From an optimization exercise on the open Yosys and OpenROAD flow, aimed at small area, a short achievable clock period and few clock cycles; shortcuts taken in it are not production practice.
At most, simulation tests tie the RTL to the original design; equivalence was not proved.

==> v33: inputs <==
==> flow/design.v (excerpt) <==
module press_aes (
    input  wire         clk,
    input  wire         rst,         
    input  wire         key_valid,
    output wire         key_ready,
    input  wire [1:0]   key_len,     
    input  wire [255:0] key,
    input  wire         in_valid,
    output wire         in_ready,
    input  wire         in_dec,      
    input  wire [127:0] in_data,
    output wire         out_valid,
    input  wire         out_ready,
    output wire [127:0] out_data
);
export LEC_CHECK = 0
export ABC_CLOCK_PERIOD_IN_PS = 3500
export CAP_MARGIN = 20
export CORE_MARGIN = 2
export CORE_UTILIZATION = 45
export PLACE_DENSITY = 0.6
export SETUP_SLACK_MARGIN = 5
export SLEW_MARGIN = 20
create_clock -name core_clock -period 12.0 [get_ports {clk}]
standard.sh (not shown) runs the stock make flow with config.mk's settings and CLKGATE_MAP_FILE= SYNTH_SCRIPT=/design/flow/synth_recipe.tcl, a recipe that flattens the netlist after the stock synthesis.
==> flow/flow/run.sh <==
#!/bin/bash
set -euo pipefail
bash standard.sh SETUP_SLACK_MARGIN=8 finish > flow.log 2>&1
==> inputs of v1, as changes to v33 <==
==> flow/flow/run.sh (replaced) <==
#!/bin/bash
set -euo pipefail
bash standard.sh SETUP_SLACK_MARGIN=7 finish > flow.log 2>&1
==> notes <==
Against v1, the routed wire length of v33 is higher by 7.6%.
Fmax: v1 is smaller than v33 (about 12%).
Die area is the same in v33 and v1.
Hold slack: v1 is lower than v33 (0.015 ns).
==> figures <==
Outcome: v1 timing/DRC/antenna clean; v33 timing/DRC/antenna clean
Max_slew headroom: v1 0.1766; v33 0.05007
Clock buf count: v1 233; v33 228
Number of global-route vias before repair: v1 95,750; v33 99,300
Minimum clock period after layout: v1 5.177 ns; v33 4.536 ns
Placed Area: v1 135,500 µm²; v33 135,500 µm²
Reg2Reg Depth: v1 16; v33 19
Required time of the worst setup path: v1 12.59 ns; v33 12.78 ns
No functional check of the RTL was part of any run of this note.

========
==> trial 55: inputs <==
Another version of the RTL of press_aes (not shown whole).
clock: 12.0 ns
lec_check: 0
abc_clock_period_in_ps: 3500
cap_margin: 20
core_margin: 2
core_utilization: 45
cts_cluster_diameter: 150
cts_cluster_size: 16
place_density: 0.6
setup_slack_margin: 5
slew_margin: 20
==> flow/flow/run.sh <==
#!/bin/bash
set -euo pipefail
W=$PWD
export OWN_ABC_SCRIPT=$W/flow/abc_map.script
{
  cat <<'TCL'
# ORFS's synthesis calls abc with its own -script; use ours instead.
proc abc {args} {
  set i [lsearch -exact $args -script]
  if {$i >= 0} { lset args [expr {$i + 1}] $::env(OWN_ABC_SCRIPT) }
  puts "abc with own script: $args"
  yosys abc {*}$args
}
TCL
  cat synth_recipe.tcl
} > own_synth.tcl
bash standard.sh SYNTH_SCRIPT=$W/own_synth.tcl SETUP_SLACK_MARGIN=8 \
  "BUFFER_PORTS_ARGS=-buffer_cell sky130_fd_sc_hd__buf_1" finish > flow.log 2>&1
==> flow/flow/abc_map.script <==
&get -n
&st
&syn2
&dch
&if -g -K 6
&synch2
&nf -R 1000
&st
&syn2
&dch
&if -g -K 6
&synch2
&nf -R 1000
&put
==> trial 67 (differences from trial 55) <==
--- a/flow/design.v
+++ b/flow/design.v
@@ -167,33 +167,30 @@
     reg [7:0]   rc;          
     reg [2:0]   tpos;        
     reg [31:0]  sreg;        
     reg         srot;        
     reg [7:0]   srcon;       
     reg [47:0]  kmid;        
     reg [31:0]  tw;          
     reg [5:0]   erem;        
-    reg         at1, at2;    
-    reg         atend;       
-    reg         near;        
     wire [3:0] enr  = (elen == 2'd0) ? 4'd10 : (elen == 2'd1) ? 4'd12 : 4'd14;
     wire stall_arm = r2_v && r2_last && ovalid;
     wire stall     = stall_arm && !out_ready;
-    wire e_free  = !eact ? !stall_arm : (!econv && atend && !ovalid);
+    wire e_free  = !eact ? !stall_arm : (!econv && erem == 6'd0 && !ovalid);
     wire ib_any  = (ib_n != 2'd0);
     wire admit_x = ib_any && (ib0_dec == f_end) && e_free;
     wire conv_go = ib_any && (ib0_dec != f_end) && e_free;
-    wire admit_n = ib_any && eact && !econv && (at1 || at2) &&
+    wire admit_n = ib_any && eact && !econv && (ecyc == 6'd1 || ecyc == 6'd2) &&
                    (ib0_dec == edir);
     wire pop_ns  = admit_x || admit_n;
     wire pop     = admit_x || (admit_n && !stall);
     wire start   = admit_x || conv_go;
     wire kpend   = (srem != 4'd0);
-    wire e_load  = eact && at2 && !stall;
+    wire e_load  = eact && (ecyc == 6'd2) && !stall;
     wire e_step  = eact && kpend && (sdly == 2'd0) && !stall;
     wire [31:0] twr = tw ^ {24'd0, srcon};
     wire e_lstep = (srem == 4'd1);
     wire e_cend  = econv && e_step && e_lstep;
     assign in_ready  = in_rdy;
     assign key_ready = key_rdy;
     assign out_valid = ovalid;
     assign out_data  = obuf;
@@ -365,33 +362,25 @@
     always @(posedge clk) begin
         if (rst) begin
             eact <= 1'b0;
         end else if (start) begin
             eact  <= 1'b1;
             econv <= conv_go;
             ecyc  <= 6'd1;
             erem  <= ((klen == 2'd0) ? 6'd30 : (klen == 2'd1) ? 6'd36 : 6'd42) - 6'd1;
-            at1   <= 1'b1;
-            at2   <= 1'b0;
-            atend <= 1'b0;
-            near  <= 1'b0;
             edir  <= f_end;
             elen  <= klen;
             k6    <= (klen == 2'd1);
             k8    <= (klen == 2'd2);
         end else if (eact && !stall) begin
-            if (econv ? e_cend : atend)
+            if (econv ? e_cend : (erem == 6'd0))
                 eact <= 1'b0;
-            ecyc  <= ecyc + 6'd1;
-            erem  <= erem - 6'd1;
-            at1   <= 1'b0;
-            at2   <= at1;
-            atend <= (erem == 6'd1);
-            near  <= (erem <= 6'd3);
+            ecyc <= ecyc + 6'd1;
+            erem <= erem - 6'd1;
         end
     end
     wire [191:0] f1_out;
     wire [127:0] f2_out;
     wire [127:0] e_sr, d_sr, t, p, v, m;
     wire [127:0] rk = kw[255:128];
     generate
         for (g = 0; g < 16; g = g + 1) begin : g_sbox
@@ -426,17 +415,17 @@
                 st     <= ib0 ^ kst[127:0];
                 st_dec <= {16{ib0_dec}};
             end else begin
                 st     <= f3_out;
                 st_dec <= r2_dec;
             end
             r1      <= f1_out;
             r1_dec  <= st_dec;
-            r1_last <= eact && !econv && near;
+            r1_last <= eact && !econv && (erem <= 6'd2);
             r2      <= f2_out;
             r2_dec  <= r1_dec;
             r2_last <= r1_last;
         end
         if (r2_v && r2_last && !stall)
             obuf <= fin_out;
     end
     wire [1:0] ib_nn = ib_n + {1'b0, blk_go} - {1'b0, pop};
@@ -458,17 +447,17 @@
             end
         end
     end
     wire       n_key_ok = !rst && (key_ok || key_go);
     wire [1:0] n_ib_n   = rst ? 2'd0 : ib_nn;
     wire       n_ib0_dec = pop ? ((ib_n == 2'd2) ? ib1_dec : in_dec) :
                            (blk_go && ib_n == 2'd0) ? in_dec : ib0_dec;
     wire       n_f_end  = key_go ? 1'b0 : e_cend ? !f_end : f_end;
-    wire       n_eact   = !rst && (start || (eact && !(!stall && (econv ? e_cend : atend))));
+    wire       n_eact   = !rst && (start || (eact && !(!stall && (econv ? e_cend : (erem == 6'd0)))));
     wire [5:0] n_ecyc   = start ? 6'd1 : (eact && !stall) ? ecyc + 6'd1 : ecyc;
     always @(posedge clk) begin
         if (rst) begin
             key_ok <= 1'b0;
             ib_n   <= 2'd0;
             st_v   <= 1'b0;
             r1_v   <= 1'b0;
             r2_v   <= 1'b0;
==> flow/flow/abc_map.script (replaced) <==
&get -n
&st
&syn2
&dch
&if -g -K 6
&synch2
&nf -R 1000
&st
&syn2
&dch
&if -g -K 6
&synch2
&nf -R 1000
&st
&syn2
&dch
&if -g -K 6
&synch2
&nf -R 1000
&put
==> trial 43 (differences from trial 55) <==
--- a/flow/design.v
+++ b/flow/design.v
@@ -167,33 +167,30 @@
     reg [7:0]   rc;          
     reg [2:0]   tpos;        
     reg [31:0]  sreg;        
     reg         srot;        
     reg [7:0]   srcon;       
     reg [47:0]  kmid;        
     reg [31:0]  tw;          
     reg [5:0]   erem;        
-    reg         at1, at2;    
-    reg         atend;       
-    reg         near;        
     wire [3:0] enr  = (elen == 2'd0) ? 4'd10 : (elen == 2'd1) ? 4'd12 : 4'd14;
     wire stall_arm = r2_v && r2_last && ovalid;
     wire stall     = stall_arm && !out_ready;
-    wire e_free  = !eact ? !stall_arm : (!econv && atend && !ovalid);
+    wire e_free  = !eact ? !stall_arm : (!econv && erem == 6'd0 && !ovalid);
     wire ib_any  = (ib_n != 2'd0);
     wire admit_x = ib_any && (ib0_dec == f_end) && e_free;
     wire conv_go = ib_any && (ib0_dec != f_end) && e_free;
-    wire admit_n = ib_any && eact && !econv && (at1 || at2) &&
+    wire admit_n = ib_any && eact && !econv && (ecyc == 6'd1 || ecyc == 6'd2) &&
                    (ib0_dec == edir);
     wire pop_ns  = admit_x || admit_n;
     wire pop     = admit_x || (admit_n && !stall);
     wire start   = admit_x || conv_go;
     wire kpend   = (srem != 4'd0);
-    wire e_load  = eact && at2 && !stall;
+    wire e_load  = eact && (ecyc == 6'd2) && !stall;
     wire e_step  = eact && kpend && (sdly == 2'd0) && !stall;
     wire [31:0] twr = tw ^ {24'd0, srcon};
     wire e_lstep = (srem == 4'd1);
     wire e_cend  = econv && e_step && e_lstep;
     assign in_ready  = in_rdy;
     assign key_ready = key_rdy;
     assign out_valid = ovalid;
     assign out_data  = obuf;
@@ -365,33 +362,25 @@
     always @(posedge clk) begin
         if (rst) begin
             eact <= 1'b0;
         end else if (start) begin
             eact  <= 1'b1;
             econv <= conv_go;
             ecyc  <= 6'd1;
             erem  <= ((klen == 2'd0) ? 6'd30 : (klen == 2'd1) ? 6'd36 : 6'd42) - 6'd1;
-            at1   <= 1'b1;
-            at2   <= 1'b0;
-            atend <= 1'b0;
-            near  <= 1'b0;
             edir  <= f_end;
             elen  <= klen;
             k6    <= (klen == 2'd1);
             k8    <= (klen == 2'd2);
         end else if (eact && !stall) begin
-            if (econv ? e_cend : atend)
+            if (econv ? e_cend : (erem == 6'd0))
                 eact <= 1'b0;
-            ecyc  <= ecyc + 6'd1;
-            erem  <= erem - 6'd1;
-            at1   <= 1'b0;
-            at2   <= at1;
-            atend <= (erem == 6'd1);
-            near  <= (erem <= 6'd3);
+            ecyc <= ecyc + 6'd1;
+            erem <= erem - 6'd1;
         end
     end
     wire [191:0] f1_out;
     wire [127:0] f2_out;
     wire [127:0] e_sr, d_sr, t, p, v, m;
     wire [127:0] rk = kw[255:128];
     generate
         for (g = 0; g < 16; g = g + 1) begin : g_sbox
@@ -426,17 +415,17 @@
                 st     <= ib0 ^ kst[127:0];
                 st_dec <= {16{ib0_dec}};
             end else begin
                 st     <= f3_out;
                 st_dec <= r2_dec;
             end
             r1      <= f1_out;
             r1_dec  <= st_dec;
-            r1_last <= eact && !econv && near;
+            r1_last <= eact && !econv && (erem <= 6'd2);
             r2      <= f2_out;
             r2_dec  <= r1_dec;
             r2_last <= r1_last;
         end
         if (r2_v && r2_last && !stall)
             obuf <= fin_out;
     end
     wire [1:0] ib_nn = ib_n + {1'b0, blk_go} - {1'b0, pop};
@@ -458,17 +447,17 @@
             end
         end
     end
     wire       n_key_ok = !rst && (key_ok || key_go);
     wire [1:0] n_ib_n   = rst ? 2'd0 : ib_nn;
     wire       n_ib0_dec = pop ? ((ib_n == 2'd2) ? ib1_dec : in_dec) :
                            (blk_go && ib_n == 2'd0) ? in_dec : ib0_dec;
     wire       n_f_end  = key_go ? 1'b0 : e_cend ? !f_end : f_end;
-    wire       n_eact   = !rst && (start || (eact && !(!stall && (econv ? e_cend : atend))));
+    wire       n_eact   = !rst && (start || (eact && !(!stall && (econv ? e_cend : (erem == 6'd0)))));
     wire [5:0] n_ecyc   = start ? 6'd1 : (eact && !stall) ? ecyc + 6'd1 : ecyc;
     always @(posedge clk) begin
         if (rst) begin
             key_ok <= 1'b0;
             ib_n   <= 2'd0;
             st_v   <= 1'b0;
             r1_v   <= 1'b0;
             r2_v   <= 1'b0;
--- a/flow/flow/run.sh
+++ b/flow/flow/run.sh
@@ -9,10 +9,10 @@
   set i [lsearch -exact $args -script]
   if {$i >= 0} { lset args [expr {$i + 1}] $::env(OWN_ABC_SCRIPT) }
   puts "abc with own script: $args"
   yosys abc {*}$args
 }
 TCL
   cat synth_recipe.tcl
 } > own_synth.tcl
-bash standard.sh SYNTH_SCRIPT=$W/own_synth.tcl SETUP_SLACK_MARGIN=8 \
+bash standard.sh SYNTH_SCRIPT=$W/own_synth.tcl SETUP_SLACK_MARGIN=7.8 \
   "BUFFER_PORTS_ARGS=-buffer_cell sky130_fd_sc_hd__buf_1" finish > flow.log 2>&1
==> key figures <==
Run status
  • Status: timing/DRC/antenna clean

Synthesis
  • Mux cell area share after synthesis: 5.01%
  • Adder-Cell Fraction of Synth Area: 1.15%
  • Post-Synth Simple-Gate Area: 13.9%
  • Synth top area share: 40.0%
  • Post-Synth XOR/XNOR Area: 26.3%

Final layout
  • Sequential cell area share: 36.9%
  • Inverters: 189

Setup path
  • CP cell instances: xor2_1 -> xor2_1 -> xor2_1 -> nand2_1 -> xor2_1 -> xnor2_1 -> xnor2_1 -> xnor2_2 -> o21ai_0
  • Crit path buf inv count: 0
  • Worst-path fanout max: 3

GRT
  • GRT Total Usage: 36.7%
  • Largest net degree at the start of global routing: 132

STA
  • Final setup margin: 7.86 ns
  • Final period util: 34.5%
  • Max Fclk: 0.242 GHz

Detailed routing
  • Final wirelength: 478 mm

CTS
  • CTS sink count: 1,633
  • Post-CTS Resized: 426

Die
  • Die area: 250,000 sq um
# the run above: trial 67

==> key figures <==
Run status
  • Status: timing/DRC/antenna clean

GRT
  • GRT Total Usage: 35.4%

Final layout
  • Sequential cell area share: 37.9%
  • Inverters: 179

CTS
  • Post-CTS Resized: 266
  • CTS sink count: 1,633

Setup path
  • Worst-path fanout max: 33
  • Crit path buf inv count: 1

Synthesis
  • Mux cell area share after synthesis: 4.93%

STA
  • Final setup margin: 7.79 ns
  • Final period util: 35.1%

Die
  • Die area: 249,000 sq um
# the run above: trial 43

==> key figures <==
Run status
  • Status: timing/DRC/antenna clean

Min path
  • Hold Crit Endpoint: key_ok

Final layout
  • Inverters: 185
  • Sequential cell area share: 36.5%

Synthesis
  • Adder-Cell Fraction of Synth Area: 1.13%
  • Cell count after synthesis: 11,400
  • Mux cell area share after synthesis: 4.93%
  • Post-Synth Simple-Gate Area: 13.9%
  • Post-Synth XOR/XNOR Area: 26.5%

Setup path
  • Worst-path fanout max: 4
  • Crit path buf inv count: 1
  • CP cell instances: xor2_2 -> xor2_2 -> xor2_1 -> buf_4 -> xor3_1 -> xor2_1 -> nand2_1 -> xor2_4 -> xnor2_1 -> xnor2_1 -> xnor2_2 -> o21ai_0

STA
  • Max Fclk: 0.239 GHz
  • Final period util: 34.9%

Die
  • Die area: 250,000 sq um

CTS
  • Post-CTS Resized: 537
  • CTS sink count: 1,637

Detailed routing
  • Final wirelength: 477 mm
# the run above: trial 55

Testbench counts of trial 67, summed over its fixed seeds: cycles 29,355.
Testbench counts of trial 43, summed over its fixed seeds: cycles 29,355.
Function not checked in trial 55: the RTL went through the layout flow alone.

========
==> job 2696 <==
press_aes, a different RTL version from the one above (not shown whole).
Settings: LEC_CHECK=0, ABC_CLOCK_PERIOD_IN_PS=3500, CAP_MARGIN=20, CORE_MARGIN=2, CORE_UTILIZATION=45, PLACE_DENSITY=0.6, SETUP_SLACK_MARGIN=5, SLEW_MARGIN=20; clock period 12.0 ns.
==> flow/flow/run.sh <==
#!/bin/bash
set -euo pipefail
bash standard.sh SETUP_SLACK_MARGIN=8 finish > flow.log 2>&1
==> inputs of job 2726, as changes to job 2696 <==
--- a/flow/design.v
+++ b/flow/design.v
@@ -100,42 +100,25 @@
     assign y[7:0]   = xt(a0) ^ (xt(a1) ^ a1) ^ a2 ^ a3;
     assign y[15:8]  = a0 ^ xt(a1) ^ (xt(a2) ^ a2) ^ a3;
     assign y[23:16] = a0 ^ a1 ^ xt(a2) ^ (xt(a3) ^ a3);
     assign y[31:24] = (xt(a0) ^ a0) ^ a1 ^ a2 ^ xt(a3);
 endmodule
-module aes_inv_mixcol (
+module aes_invmix_pre (
     input  wire [31:0] a,
     output wire [31:0] y
 );
-    function [7:0] xt;
+    function [7:0] x4;       
         input [7:0] b;
-        xt = {b[6:0], 1'b0} ^ (b[7] ? 8'h1b : 8'h00);
-    endfunction
-    function [7:0] m9;
-        input [7:0] b;
-        m9 = xt(xt(xt(b))) ^ b;
-    endfunction
-    function [7:0] mb;
-        input [7:0] b;
-        mb = xt(xt(xt(b))) ^ xt(b) ^ b;
-    endfunction
-    function [7:0] md;
-        input [7:0] b;
-        md = xt(xt(xt(b))) ^ xt(xt(b)) ^ b;
-    endfunction
-    function [7:0] me;
-        input [7:0] b;
-        me = xt(xt(xt(b))) ^ xt(xt(b)) ^ xt(b);
+        x4 = {b[5:0], 2'b00} ^ (b[6] ? 8'h1b : 8'h00) ^ (b[7] ? 8'h36 : 8'h00);
     endfunction
     wire [7:0] a0 = a[7:0];
     wire [7:0] a1 = a[15:8];
     wire [7:0] a2 = a[23:16];
     wire [7:0] a3 = a[31:24];
-    assign y[7:0]   = me(a0) ^ mb(a1) ^ md(a2) ^ m9(a3);
-    assign y[15:8]  = m9(a0) ^ me(a1) ^ mb(a2) ^ md(a3);
-    assign y[23:16] = md(a0) ^ m9(a1) ^ me(a2) ^ mb(a3);
-    assign y[31:24] = mb(a0) ^ md(a1) ^ m9(a2) ^ me(a3);
+    wire [7:0] u  = x4(a0 ^ a2);
+    wire [7:0] v  = x4(a1 ^ a3);
+    assign y = {a3 ^ v, a2 ^ u, a1 ^ v, a0 ^ u};
 endmodule
 module press_aes (
     input  wire         clk,
     input  wire         rst,         
     input  wire         key_valid,
@@ -173,10 +156,11 @@
     reg         eact;        
     reg         econv;       
     reg [5:0]   ecyc;
     reg         edir;        
     reg [1:0]   elen;        
+    reg         k6, k8;      
     reg [255:0] kw;          
     reg [3:0]   srem;        
     reg [1:0]   sdly;        
     reg [1:0]   q3;          
     reg         qodd;        
@@ -192,11 +176,11 @@
     wire stall_arm = r2_v && r2_last && ovalid;
     wire stall     = stall_arm && !out_ready;
     wire e_free  = !eact ? !stall_arm : (!econv && erem == 6'd0 && !ovalid);
     wire ib_any  = (ib_n != 2'd0);
     wire admit_x = ib_any && (ib0_dec == f_end) && e_free;
-    wire conv_go = ib_any && (ib0_dec != f_end) && !eact && !stall;
+    wire conv_go = ib_any && (ib0_dec != f_end) && e_free;
     wire admit_n = ib_any && eact && !econv && (ecyc == 6'd1 || ecyc == 6'd2) &&
                    (ib0_dec == edir);
     wire pop_ns  = admit_x || admit_n;
     wire pop     = admit_x || (admit_n && !stall);
     wire start   = admit_x || conv_go;
@@ -257,56 +241,26 @@
             end
         end
     endfunction
     wire [31:0] L0 = kw[31:0],    L1 = kw[63:32],   L2 = kw[95:64],   L3 = kw[127:96];
     wire [31:0] H0 = kw[159:128], H1 = kw[191:160], H2 = kw[223:192], H3 = kw[255:224];
-    reg [31:0] fn0, fn1, fn2, fn3;
-    always @(*) begin
-        case (elen)
-            2'd0: begin
-                fn0 = H0 ^ twr;
-                fn1 = H1 ^ fn0;
-                fn2 = H2 ^ fn1;
-                fn3 = H3 ^ fn2;
-            end
-            2'd1: begin
-                fn0 = L2 ^ ((tpos == 3'd0) ? twr : H3);
-                fn1 = L3 ^ fn0;
-                fn2 = H0 ^ ((tpos == 3'd2) ? twr : fn1);
-                fn3 = H1 ^ fn2;
-            end
-            default: begin
-                fn0 = L0 ^ twr;
-                fn1 = L1 ^ fn0;
-                fn2 = L2 ^ fn1;
-                fn3 = L3 ^ fn2;
-            end
-        endcase
-    end
-    reg [31:0] bo0, bo1, bo2, bo3;
-    always @(*) begin
-        case (elen)
-            2'd0: begin
-                bo0 = H3 ^ H2;
-                bo1 = H2 ^ H1;
-                bo2 = H1 ^ H0;
-                bo3 = H0 ^ twr;
-            end
-            2'd1: begin
-                bo0 = L1 ^ L0;
-                bo1 = L0 ^ ((tpos == 3'd1) ? twr : H3);
-                bo2 = H3 ^ H2;
-                bo3 = H2 ^ ((tpos == 3'd3) ? twr : H1);
-            end
-            default: begin
-                bo0 = L3 ^ L2;
-                bo1 = L2 ^ L1;
-                bo2 = L1 ^ L0;
-                bo3 = L0 ^ twr;
-            end
-        endcase
-    end
+    wire [31:0] fb0 = k6 ? L2 : k8 ? L0 : H0;
+    wire [31:0] fb1 = k6 ? L3 : k8 ? L1 : H1;
+    wire [31:0] fb2 = k6 ? H0 : k8 ? L2 : H2;
+    wire [31:0] fb3 = k6 ? H1 : k8 ? L3 : H3;
+    wire [31:0] fn0 = fb0 ^ ((k6 && tpos != 3'd0) ? H3 : twr);
+    wire [31:0] fn1 = fb1 ^ fn0;
+    wire [31:0] fn2 = fb2 ^ ((k6 && tpos == 3'd2) ? twr : fn1);
+    wire [31:0] fn3 = fb3 ^ fn2;
+    wire [31:0] bu0 = k6 ? L1 : k8 ? L3 : H3;
+    wire [31:0] bu1 = k6 ? L0 : k8 ? L2 : H2;
+    wire [31:0] bu2 = k6 ? H3 : k8 ? L1 : H1;
+    wire [31:0] bu3 = k6 ? H2 : k8 ? L0 : H0;
+    wire [31:0] bo0 = bu0 ^ bu1;
+    wire [31:0] bo1 = bu1 ^ ((k6 && tpos == 3'd1) ? twr : bu2);
+    wire [31:0] bo2 = bu2 ^ bu3;
+    wire [31:0] bo3 = bu3 ^ ((k6 && tpos != 3'd3) ? H1 : twr);
     wire [127:0] nw   = edir ? {bo0, bo1, bo2, bo3} : {fn3, fn2, fn1, fn0};
     wire [255:0] kw_n = {nw, kw[255:128]};
     wire [1:0]   q3_n   = edir ? ((q3 == 2'd0) ? 2'd2 : q3 - 2'd1) : ((q3 == 2'd2) ? 2'd0 : q3 + 2'd1);
     wire         qodd_n = !qodd;
     wire [7:0]   rc_n   = (srot && tpos != 3'd4) ? f_rcmul(rc, edir) : rc;
@@ -352,15 +306,13 @@
         if (key_go) begin
             kst   <= key;
             klen  <= key_len;
             f_raw <= (key_len != 2'd2);
             f_end <= 1'b0;
-        end else if (e_load) begin
-            kst   <= kst_ld;
-            f_raw <= 1'b0;
         end else if (e_cend) begin
             kst   <= {kw[255:128], nw};
+            f_raw <= 1'b0;
             f_end <= !f_end;
         end
     end
     always @(posedge clk) begin
         if (e_load)
@@ -415,44 +367,50 @@
             econv <= conv_go;
             ecyc  <= 6'd1;
             erem  <= ((klen == 2'd0) ? 6'd30 : (klen == 2'd1) ? 6'd36 : 6'd42) - 6'd1;
             edir  <= f_end;
             elen  <= klen;
+            k6    <= (klen == 2'd1);
+            k8    <= (klen == 2'd2);
         end else if (eact && !stall) begin
             if (econv ? e_cend : (erem == 6'd0))
                 eact <= 1'b0;
             ecyc <= ecyc + 6'd1;
             erem <= erem - 6'd1;
         end
     end
     wire [191:0] f1_out;
-    wire [127:0] f2_out, y;
-    wire [127:0] e_sr, e_mc, d_sr, d_ak, d_mc;
+    wire [127:0] f2_out;
+    wire [127:0] e_sr, d_sr, t, p, v, m;
     wire [127:0] rk = kw[255:128];
     generate
         for (g = 0; g < 16; g = g + 1) begin : g_sbox
+            wire [7:0] inv;
             aes_sb_f1   u_f1 (.a(st[8*g +: 8]),   .dec(st_dec[g]), .y(f1_out[12*g +: 12]));
-            aes_sb_f2   u_f2 (.a(r1[12*g +: 12]), .y(f2_out[8*g +: 8]));
-            aes_sb_back u_b  (.a(r2[8*g +: 8]),   .dec(r2_dec[g]), .y(y[8*g +: 8]));
+            aes_sb_f2   u_f2 (.a(r1[12*g +: 12]), .y(inv));
+            aes_sb_back u_b  (.a(inv),            .dec(r1_dec[g]), .y(f2_out[8*g +: 8]));
         end
         for (g = 0; g < 16; g = g + 1) begin : g_shift
-            assign e_sr[8*g +: 8] = y[8*((4*(((g/4) + (g%4)) % 4) + (g%4))) +: 8];
-            assign d_sr[8*g +: 8] = y[8*((4*(((g/4) + 4 - (g%4)) % 4) + (g%4))) +: 8];
+            assign e_sr[8*g +: 8] = r2[8*((4*(((g/4) + (g%4)) % 4) + (g%4))) +: 8];
+            assign d_sr[8*g +: 8] = r2[8*((4*(((g/4) + 4 - (g%4)) % 4) + (g%4))) +: 8];
+        end
+        for (g = 0; g < 16; g = g + 1) begin : g_key
+            assign t[8*g +: 8] = (r2_dec[g] ? d_sr[8*g +: 8] : e_sr[8*g +: 8]) ^ rk[8*g +: 8];
+            assign v[8*g +: 8] = r2_dec[g] ? p[8*g +: 8] : e_sr[8*g +: 8];
         end
         for (g = 0; g < 4; g = g + 1) begin : g_mix
-            aes_mixcol     u_mc  (.a(e_sr[32*g +: 32]), .y(e_mc[32*g +: 32]));
-            aes_inv_mixcol u_imc (.a(d_ak[32*g +: 32]), .y(d_mc[32*g +: 32]));
+            aes_invmix_pre u_p  (.a(t[32*g +: 32]), .y(p[32*g +: 32]));
+            aes_mixcol     u_mc (.a(v[32*g +: 32]), .y(m[32*g +: 32]));
         end
     endgenerate
-    assign d_ak = d_sr ^ rk;
     wire [127:0] f3_out, fin_out;
     generate
         for (g = 0; g < 16; g = g + 1) begin : g_out
-            assign f3_out[8*g +: 8]  = r2_dec[g] ? d_mc[8*g +: 8] : (e_mc[8*g +: 8] ^ rk[8*g +: 8]);
-            assign fin_out[8*g +: 8] = r2_dec[g] ? d_ak[8*g +: 8] : (e_sr[8*g +: 8] ^ rk[8*g +: 8]);
+            assign f3_out[8*g +: 8]  = m[8*g +: 8] ^ (r2_dec[g] ? 8'h00 : rk[8*g +: 8]);
         end
     endgenerate
+    assign fin_out = t;
     always @(posedge clk) begin
         if (!stall) begin
             if (pop_ns) begin
                 st     <= ib0 ^ kst[127:0];
                 st_dec <= {16{ib0_dec}};
==> flow/flow/run.sh (replaced) <==
#!/bin/bash
set -euo pipefail
bash standard.sh SETUP_SLACK_MARGIN=8 "BUFFER_PORTS_ARGS=-buffer_cell sky130_fd_sc_hd__buf_1" finish > flow.log 2>&1
Settings changed: CTS_CLUSTER_DIAMETER from default to 200, CTS_CLUSTER_SIZE from default to 20.
==> inputs of job 7868, as changes to job 2696 <==
==> flow/flow/run.sh (replaced) <==
#!/bin/bash
set -euo pipefail
bash standard.sh SETUP_SLACK_MARGIN=8 RECOVER_POWER=100 finish > flow.log 2>&1
==> summary of the runs <==
Job 2696 ran to the end with no violations. Job 2726 produced a clean layout. Job 7868 finished but failed the layout checks on max-capacitance violations, max-slew violations. Via count, highest first: job 7868, job 2696, job 2726. Clock-buffer cell count: job 2726 is lower than job 2696 (83). Against job 7868, the global-route usage of job 2726 is lower by 4.4 points. Register-to-register slack, highest first: job 2726, job 2696, job 7868. Between job 2696 and job 7868, the lower sequential share of layout area is in job 2696 (gap 0.74 points). Against job 2696, the setup slack of job 2726 is higher by 0.066 ns. Die area: job 7868 is higher than job 2726 (7.4%). The lowest utilization belongs to job 2726, the highest to job 2696. First-iteration DRC count, lowest first: job 2726, job 7868, job 2696.
No run of this note included a check of the RTL's function; only the layout flow was run.

-- static timing again, ports no longer ideal --
The results above use ideal ports. As a check the final layouts listed here were re-extracted and re-timed, cells and wires unchanged. Step 1 assumes that a clkbuf_16 drives the clock port and a buf_2 every other input. Step 2 adds t to the input delays and takes it off the output delays; t is the mean of the earliest and latest rising clock arrival at the registers after step 1. Input paths then give back, and output paths get back, about the clock's delay inside the block. a / b / c = ideal / step 1 / step 2; a / b = the first two.
| run | shift t [ns] | slack for setup (ns) | worst setup path at the end | worst register clock-pin slew, ns |
|---|---|---|---|---|
| v33 | 1.032 | 7.464 / 7.464 / 7.042 | input to register | 0.08 / 0.08 |
| v1 | 1.010 | 6.823 / 6.823 / 6.070 | input to register | 0.08 / 0.08 |
| trial 55 | 0.944 | 7.818 / 7.744 / 7.004 | input to register | 0.10 / 0.10 |
| trial 67 | 0.970 | 7.862 / 7.862 / 7.110 | input to register | 0.10 / 0.10 |
| trial 43 | 0.928 | 7.786 / 7.786 / 6.929 | input to register | 0.10 / 0.10 |
| job 2696 | 1.044 | 7.849 / 7.761 / 7.090 | input to register | 0.08 / 0.08 |
| job 2726 | 0.899 | 7.915 / 7.896 / 7.151 | input to register | 0.11 / 0.11 |
| job 7868 | 1.047 | 3.722 / 3.800 / 2.753 | input to register | 0.08 / 0.08 |
The setup slack of job 7868, which loses most, moves by +0.078 ns with the drivers and by -0.969 ns with both steps.
